This design comes from an exercise in tuning for small area and a short achievable clock period on the open sky130 flow, not from production work. In this exercise RTL edits were held to simulation tests only and were not proved equivalent to the original.

**flow/config.mk**
```make
export PLATFORM = sky130hd
export DESIGN_NAME = ecc_codec
export DESIGN_NICKNAME = ecc_codec
export VERILOG_FILES = /design/flow/design.v
export SDC_FILE = /design/flow/constraint.sdc
export NUM_CORES = 4
export LEC_CHECK = 0
export CAP_MARGIN = 20
export CORE_MARGIN = 2
export CORE_UTILIZATION = 40
export PLACE_DENSITY = 0.6
export SLEW_MARGIN = 20
```
**flow/constraint.sdc**
```tcl
create_clock -name core_clock -period 13.0 [get_ports {clk}]
set_input_delay 2.6000 -clock core_clock [delete_from_list [all_inputs] [get_ports {clk}]]
set_output_delay 2.6000 -clock core_clock [all_outputs]
set_load 0.01 [all_outputs]
```
**flow/design.v**
```verilog
module ecc_codec (
    input  wire        clk,
    input  wire        rst,
    input  wire        in_valid,
    input  wire        in_decode,
    input  wire [1:0]  in_code,
    input  wire [63:0] in_data,
    input  wire [14:0] in_chk,
    output reg         out_valid,
    output reg  [63:0] out_data,
    output reg  [14:0] out_chk,
    output reg  [1:0]  out_status
);
    localparam [1:0] ST_CLEAN  = 2'd0;
    localparam [1:0] ST_CORR   = 2'd1;
    localparam [1:0] ST_UNC    = 2'd2;
    localparam [1:0] ST_POISON = 2'd3;
    localparam [511:0] LCOL = {
        8'h57, 8'h4f, 8'h3e, 8'h3d, 8'h3b, 8'h37, 8'h2f, 8'h1f,
        8'he0, 8'hd0, 8'hc8, 8'hc4, 8'hc2, 8'hc1, 8'hb0, 8'ha8,
        8'ha4, 8'ha2, 8'ha1, 8'h98, 8'h94, 8'h92, 8'h91, 8'h8c,
        8'h8a, 8'h89, 8'h86, 8'h85, 8'h83, 8'h70, 8'h68, 8'h64,
        8'h62, 8'h61, 8'h58, 8'h54, 8'h52, 8'h51, 8'h4c, 8'h4a,
        8'h49, 8'h46, 8'h45, 8'h43, 8'h38, 8'h34, 8'h32, 8'h31,
        8'h2c, 8'h2a, 8'h29, 8'h26, 8'h25, 8'h23, 8'h1c, 8'h1a,
        8'h19, 8'h16, 8'h15, 8'h13, 8'h0e, 8'h0d, 8'h0b, 8'h07
    };
    localparam [14:0] GEN_S = 15'h4377;
    function [7:0] enc_l(input [63:0] d);
        integer i;
        begin
            enc_l = 8'h00;
            for (i = 0; i < 64; i = i + 1)
                if (d[i]) enc_l = enc_l ^ LCOL[8*i +: 8];
        end
    endfunction
    function [13:0] enc_s(input [63:0] d);
        integer i;
        reg fb;
        begin
            enc_s = 14'h0000;
            for (i = 63; i >= 0; i = i - 1) begin
                fb    = enc_s[13] ^ d[i];
                enc_s = {enc_s[12:0], 1'b0} ^ (fb ? GEN_S[13:0] : 14'h0000);
            end
        end
    endfunction
    function [6:0] gf_mul(input [6:0] a, input [6:0] b);
        integer i;
        reg [6:0] p, s;
        begin
            p = 7'h00;
            s = a;
            for (i = 0; i < 7; i = i + 1) begin
                if (b[i]) p = p ^ s;
                s = {s[5:0], 1'b0} ^ (s[6] ? 7'h09 : 7'h00);
            end
            gf_mul = p;
        end
    endfunction
    function [6:0] gf_alpha_pow(input integer n);
        integer i;
        begin
            gf_alpha_pow = 7'h01;
            for (i = 0; i < n; i = i + 1)
                gf_alpha_pow = gf_mul(gf_alpha_pow, 7'h02);
        end
    endfunction
    wire [7:0]  gen_l = enc_l(in_data);
    wire [13:0] gen_s = enc_s(in_data);
    wire [7:0]  syn_l   = gen_l ^ in_chk[7:0];
    wire [13:0] syn_s   = gen_s ^ in_chk[13:0];
    wire        par_s   = ^{in_data, in_chk};    
    wire        gen_par = ^{in_data, gen_s};
    reg [6:0] s1, s3;
    integer k;
    always @* begin
        s1 = 7'h00;
        s3 = 7'h00;
        for (k = 0; k < 14; k = k + 1)
            if (syn_s[k]) begin
                s1 = s1 ^ gf_alpha_pow(k);
                s3 = s3 ^ gf_alpha_pow(3 * k);
            end
    end
    wire poison_l = (in_data == 64'd0) && (in_chk[7:0] == 8'hff);
    wire poison_s = (in_data == 64'd0) && (in_chk == 15'h7fff);
    reg        r1_valid;
    reg        r1_decode;
    reg [1:0]  r1_code;
    reg [63:0] r1_data;
    reg [14:0] r1_chk;
    reg [7:0]  r1_syn_l;
    reg [6:0]  r1_s1, r1_s3;
    reg        r1_par;
    reg        r1_poison;
    always @(posedge clk) begin
        if (rst) r1_valid <= 1'b0;
        else     r1_valid <= in_valid;
        r1_decode <= in_decode;
        r1_code   <= in_code;
        r1_data   <= in_data;
        if (!in_decode)
            r1_chk <= (in_code == 2'd1) ? {7'd0, gen_l} :
                      (in_code == 2'd2) ? {gen_par, gen_s} : 15'd0;
        else
            r1_chk <= (in_code == 2'd1) ? {7'd0, in_chk[7:0]} :
                      (in_code == 2'd2) ? in_chk : 15'd0;
        r1_syn_l  <= syn_l;
        r1_s1     <= s1;
        r1_s3     <= s3;
        r1_par    <= par_s;
        r1_poison <= (in_code == 2'd1) ? poison_l :
                     (in_code == 2'd2) ? poison_s : 1'b0;
    end
    reg [71:0] flip_l;        
    integer i;
    always @* begin
        for (i = 0; i < 64; i = i + 1)
            flip_l[i] = (r1_syn_l == LCOL[8*i +: 8]);
        for (i = 0; i < 8; i = i + 1)
            flip_l[64 + i] = (r1_syn_l == (8'h01 << i));
    end
    wire [1:0] st_l = (r1_syn_l == 8'h00) ? ST_CLEAN :
                      (|flip_l)           ? ST_CORR  : ST_UNC;
    wire [6:0] s1_sq  = gf_mul(r1_s1, r1_s1);
    wire [6:0] s1_cub = gf_mul(s1_sq, r1_s1);
    wire [6:0] dterm  = r1_s3 ^ s1_cub;
    reg [77:0] root;
    integer p;
    always @* begin
        for (p = 0; p < 78; p = p + 1)
            root[p] = ((gf_mul(r1_s1, gf_alpha_pow(2 * p)) ^
                        gf_mul(s1_sq, gf_alpha_pow(p)) ^ dterm) == 7'h00);
    end
    reg [6:0] nroots;
    integer n;
    always @* begin
        nroots = 7'd0;
        for (n = 0; n < 78; n = n + 1)
            nroots = nroots + {6'd0, root[n]};
    end
    wire s1_zero = (r1_s1 == 7'h00);
    wire s3_zero = (r1_s3 == 7'h00);
    wire d_zero  = (dterm == 7'h00);
    reg [1:0]  st_s;
    reg [78:0] flip_s;        
    always @* begin
        st_s   = ST_UNC;
        flip_s = 79'd0;
        if (s1_zero && s3_zero) begin
            st_s       = r1_par ? ST_CORR : ST_CLEAN;
            flip_s[78] = r1_par;
        end else if (!s1_zero && d_zero) begin
            if (nroots == 7'd1) begin
                st_s       = ST_CORR;
                flip_s     = {~r1_par, root};
            end
        end else if (!s1_zero && !r1_par) begin
            if (nroots == 7'd2) begin
                st_s   = ST_CORR;
                flip_s = {1'b0, root};
            end
        end
    end
    reg [63:0] res_data;
    reg [14:0] res_chk;
    reg [1:0]  res_status;
    always @* begin
        res_data   = r1_data;
        res_chk    = r1_chk;
        res_status = ST_CLEAN;
        if (r1_decode) begin
            if (r1_poison) begin
                res_status = ST_POISON;
            end else if (r1_code == 2'd1) begin
                res_status = st_l;
                if (st_l == ST_CORR) begin
                    res_data = r1_data ^ flip_l[63:0];
                    res_chk  = r1_chk ^ {7'd0, flip_l[71:64]};
                end
            end else if (r1_code == 2'd2) begin
                res_status = st_s;
                if (st_s == ST_CORR) begin
                    res_data = r1_data ^ flip_s[77:14];
                    res_chk  = r1_chk ^ {flip_s[78], flip_s[13:0]};
                end
            end
        end
    end
    always @(posedge clk) begin
        if (rst) out_valid <= 1'b0;
        else     out_valid <= r1_valid;
        out_data   <= res_data;
        out_chk    <= res_chk;
        out_status <= res_status;
    end
endmodule
```
**flow/run.sh**
```bash
#!/bin/bash
# synth_recipe.tcl (not shown) runs the flow's synth.tcl, then flattens the netlist and writes it again
# the make line also repeats each setting of config.mk as NAME=value (left out here)
make -C /OpenROAD-flow-scripts/flow DESIGN_CONFIG=/design/flow/config.mk WORK_HOME=/design/flow/orfs CLKGATE_MAP_FILE= SYNTH_SCRIPT=/design/flow/synth_recipe.tcl finish
```
==> run notes <==
==> cell families after synthesis <==
kind of cell | Yosys count | share of synthesized area [%]
AOI/OAI and AO/OA | 240 | 5.03
and+or+nand+nor | 507 | 8.01
xor gates and xnor gates | 1958 | 63.6
DFF | 189 | 12.3
muxes | 8 | 0.261
buffers and inverters | 297 | 3.69
adders and majority gates | 133 | 7.05
==> flip-flops by register name, indices dropped and copies added, names as in the netlist <==
signal and count:
r1_s3 7, r1_code 2, out_data 64, out_status 2, r1_data 64, r1_s1 7, r1_poison 1, r1_decode 1
r1_par 1, r1_syn_l 8, out_valid 1, r1_chk 15, r1_valid 1, out_chk 15
==> stage by stage <==
stage	setup slack [ns]	hold slack [ns]	utilization (%)	cell area, um^2
2_1_floorplan	0.320	0.409	-	30700
3_3_place_gp	0.960	0.413	46.2	35100
3_5_place_dp	0.983	0.413	46.3	35100
4_1_cts	0.901	0.417	47.1	35800
5_1_grt	0.215	0.428	47.2	35800
6_report	0.710	0.416	47.2	35800
==> per-layer routing <==
layer | part of all wire (%) | up-vias | track usage (%)
met5 | 0 | - | 0
met4 | 6.1 | 0 | 19.2
met3 | 10 | 372 | 7.44
met2 | 42 | 1718 | 54.9
met1 | 41 | 12879 | 50.8
li1 | - | 11254 | -
==> layout by cell type (no fill, tap or decap), drive strengths merged, types with 66 or more instances in the layout <==
master	netlist	routed
nand2	149	149
dfxtp	189	189
o21ai	72	72
buf	57	222
ha	66	66
nor2	99	99
xor2	500	500
xnor2	1304	1304
xnor3	130	130
inv	134	145
clkdlybuf4s50	0	166
fa	67	67
==> cell usage after synthesis, drive strengths merged (40+ instances only) <==
cell type	number	share of area [%]
nand4	59	1.2
inv	134	1.6
fa	67	4.4
xnor3	130	9.6
ha	66	2.7
nor4	58	1.2
nor3	43	0.70
o21ai	72	1.2
xor2	500	14
xnor2	1304	38
nor2	99	1.2
clkbuf	104	1.3
buf	57	0.75
a21oi	45	0.73
dfxtp	189	12
nand3	40	0.65
nand2	149	1.8
==> path summary, 6_finish.rpt <==
| check | startpoint | endpoint | slack [ns] |
|---|---|---|---|
| setup / recovery | r1_s1[0]$_DFF_P_ | out_chk[11]$_DFF_P_ | 0.71 |
| hold / removal | r1_data[56]$_DFF_P_ | out_data[56]$_DFF_P_ | 0.42 |
| setup reg to reg | r1_s1[0]$_DFF_P_ | out_chk[11]$_DFF_P_ | 0.71 |
| hold reg to reg | r1_data[56]$_DFF_P_ | out_data[56]$_DFF_P_ | 0.42 |
==> layout make-up <==
class | instances | area share, %
repair buffers | 388 | 9.54
clock inverters | 15 | 0.639
inverters | 136 | 1.43
multi-input cells | 2846 | 73.0
clock buffers | 17 | 1.19
diodes | 1 | 0.00699
well taps | 1030 | 3.60
flip-flops and latches | 189 | 10.6
==> critical path, delay by kind of cell (launching register included) <==
family	cells	cell delay, ns
adders and majority gates	11	5.23
xor gates and xnor gates	5	1.67
buffers and inverters	9	1.72
and+or+nand+nor	8	2.31
AOI/OAI and AO/OA	3	0.49
muxes	1	0.45
DFF	1	0.32
==> impl_metrics.yaml <==
status:
  result_of_the_run: "timing/DRC/antenna clean"
clock_network:
  post_cts_setup_buffers: 0
  clkSlewWorstSetupHoldPaths_ns: 0.09
  htree_levels: 4
  cts_made_buffers: 17
  cts_tree: "yes"
  cts.root.buffer_cell: "sky130_fd_sc_hd__clkbuf_16"
  clock_path_buffers: 2
  insertion_delay_ns: 0.50
  clkSinkCount: 189
  cts.repair.resized: 0
  number_of_buffers_inserted_for_hold_repair_after_clock_tree_synthesis: 0
setup_path:
  most_numerous_cell_on_the_critical_path: "sky130_fd_sc_hd__fa_1"
  critical_path_endpoint_category: "register"
  critical_path_class: "register to register"
  reg2reg_depth: 37
  worst-endpoint-arrival_ns: 12.71
  cpMaxStageDelayCell: "sky130_fd_sc_hd__xnor2_2"
  worst_path_largest_cell_delay_ns: 0.79
  element_type_at_the_critical_path_start: "register"
  required_ns: 13.42
  crit_path_max_fanout: 19
sta:
  finalHoldViolCount: 0
  clock_skew_ns: 0.0279
  totalNegativeSetupSlack_ns: 0
  fmax_mhz: 81.4
  number_of_max_slew_violations_in_the_final_report: 0
  slew-limit-headroom_pct: 20.1
  grt_setup_unrepaired: "false"
  setup_viol: 0
  final.period_utilization_pct: 94.5
  worst_pin_slew_ns: 1.19
  period_minus_slack_ns: 12.29
die:
  num_rows: 101
  dieArea_um2: 79000
  horizontal_extent_of_the_die_um: 281
  ios: 167
  fp.coreArea_um2: 75900
  die-height_um: 281
  start_util_pct: 40.4
synthesis:
  synth_async_sr_flop_share_pct: 0
  synth.avg_cell_area_um2: 9.22
  synth-seq-cells: 189
  synth_fp_nets: 3550
  synth_cells: 3332
  ys_seq_area_share_pct: 12.3
  postSynth.topFlopCell: "sky130_fd_sc_hd__dfxtp_1"
  synthDistinctLibCells: 64
  post_synth_instance_area_um2: 30700
  synth-warning-count: 1
  synth_edf_count: 0
global_routing:
  grt_antenna_before_repair: 5
  grt_pass1_wl_um: 203000
  grt_max_degree: 42
  groute.usage.overall_pct: 37.1
  vias_in_the_first_global_route: 25152
  overflow: 0
cells_and_area:
  multi_input_area_um2: 26200
  area.growth.synth_to_final_pct: 16.6
  area.sequential_um2: 3790
  fillerInstances: 7353
  fraction_of_layout_cells_with_a_size_suffix_above_1_pct: 9.36
  final_net_count: 3796
  instances_no_fill: 4622
detailed_routing:
  routed_wirelength_um: 148000
  detail_route.iter0.violations: 3654
  drtPass1Iterations: 6
  ant_nets: 0
  remaining_drc_errors: 0
  vias: 26223
  avgRoutedWirePerCell_um: 32.0
  routed_via_density: 5.67
placed_design:
  gp_routability_congestion: 1.11
  place_hpwl_um: 119000
  placedCellCount: 4589
  numPortBuffers: 166
run:
  maxCapViolCount: 0
min_path:
  hp-class: "register to register"
  min_path_cells: 1

==> afterwards: timing with drivers on the ports <==
Ports are ideal in the flow. The routed layout listed here was re-timed in OpenROAD. Step 1 sets driving cells, clkbuf_16 on the clock port and buf_2 on the other inputs (assumed; they add their load-dependent delay and slew). Step 2, shift: input delay + t, output delay - t, t = (earliest + latest rising clock arrival at the registers) / 2. This alone moves slack from input paths to output paths. Three values: no drivers, after step 1, after step 2; two values: the first two.
t, ns: 0.544
setup WS [ns]: 0.710 / 0.710 / 0.710
worst register clock-pin slew, ns: 0.11 / 0.11
cell pins on the clock port's net: 1
After both steps this run still meets setup and hold. The setup slack of this run moves by 0.000 ns with the drivers and by 0.000 ns with both steps.
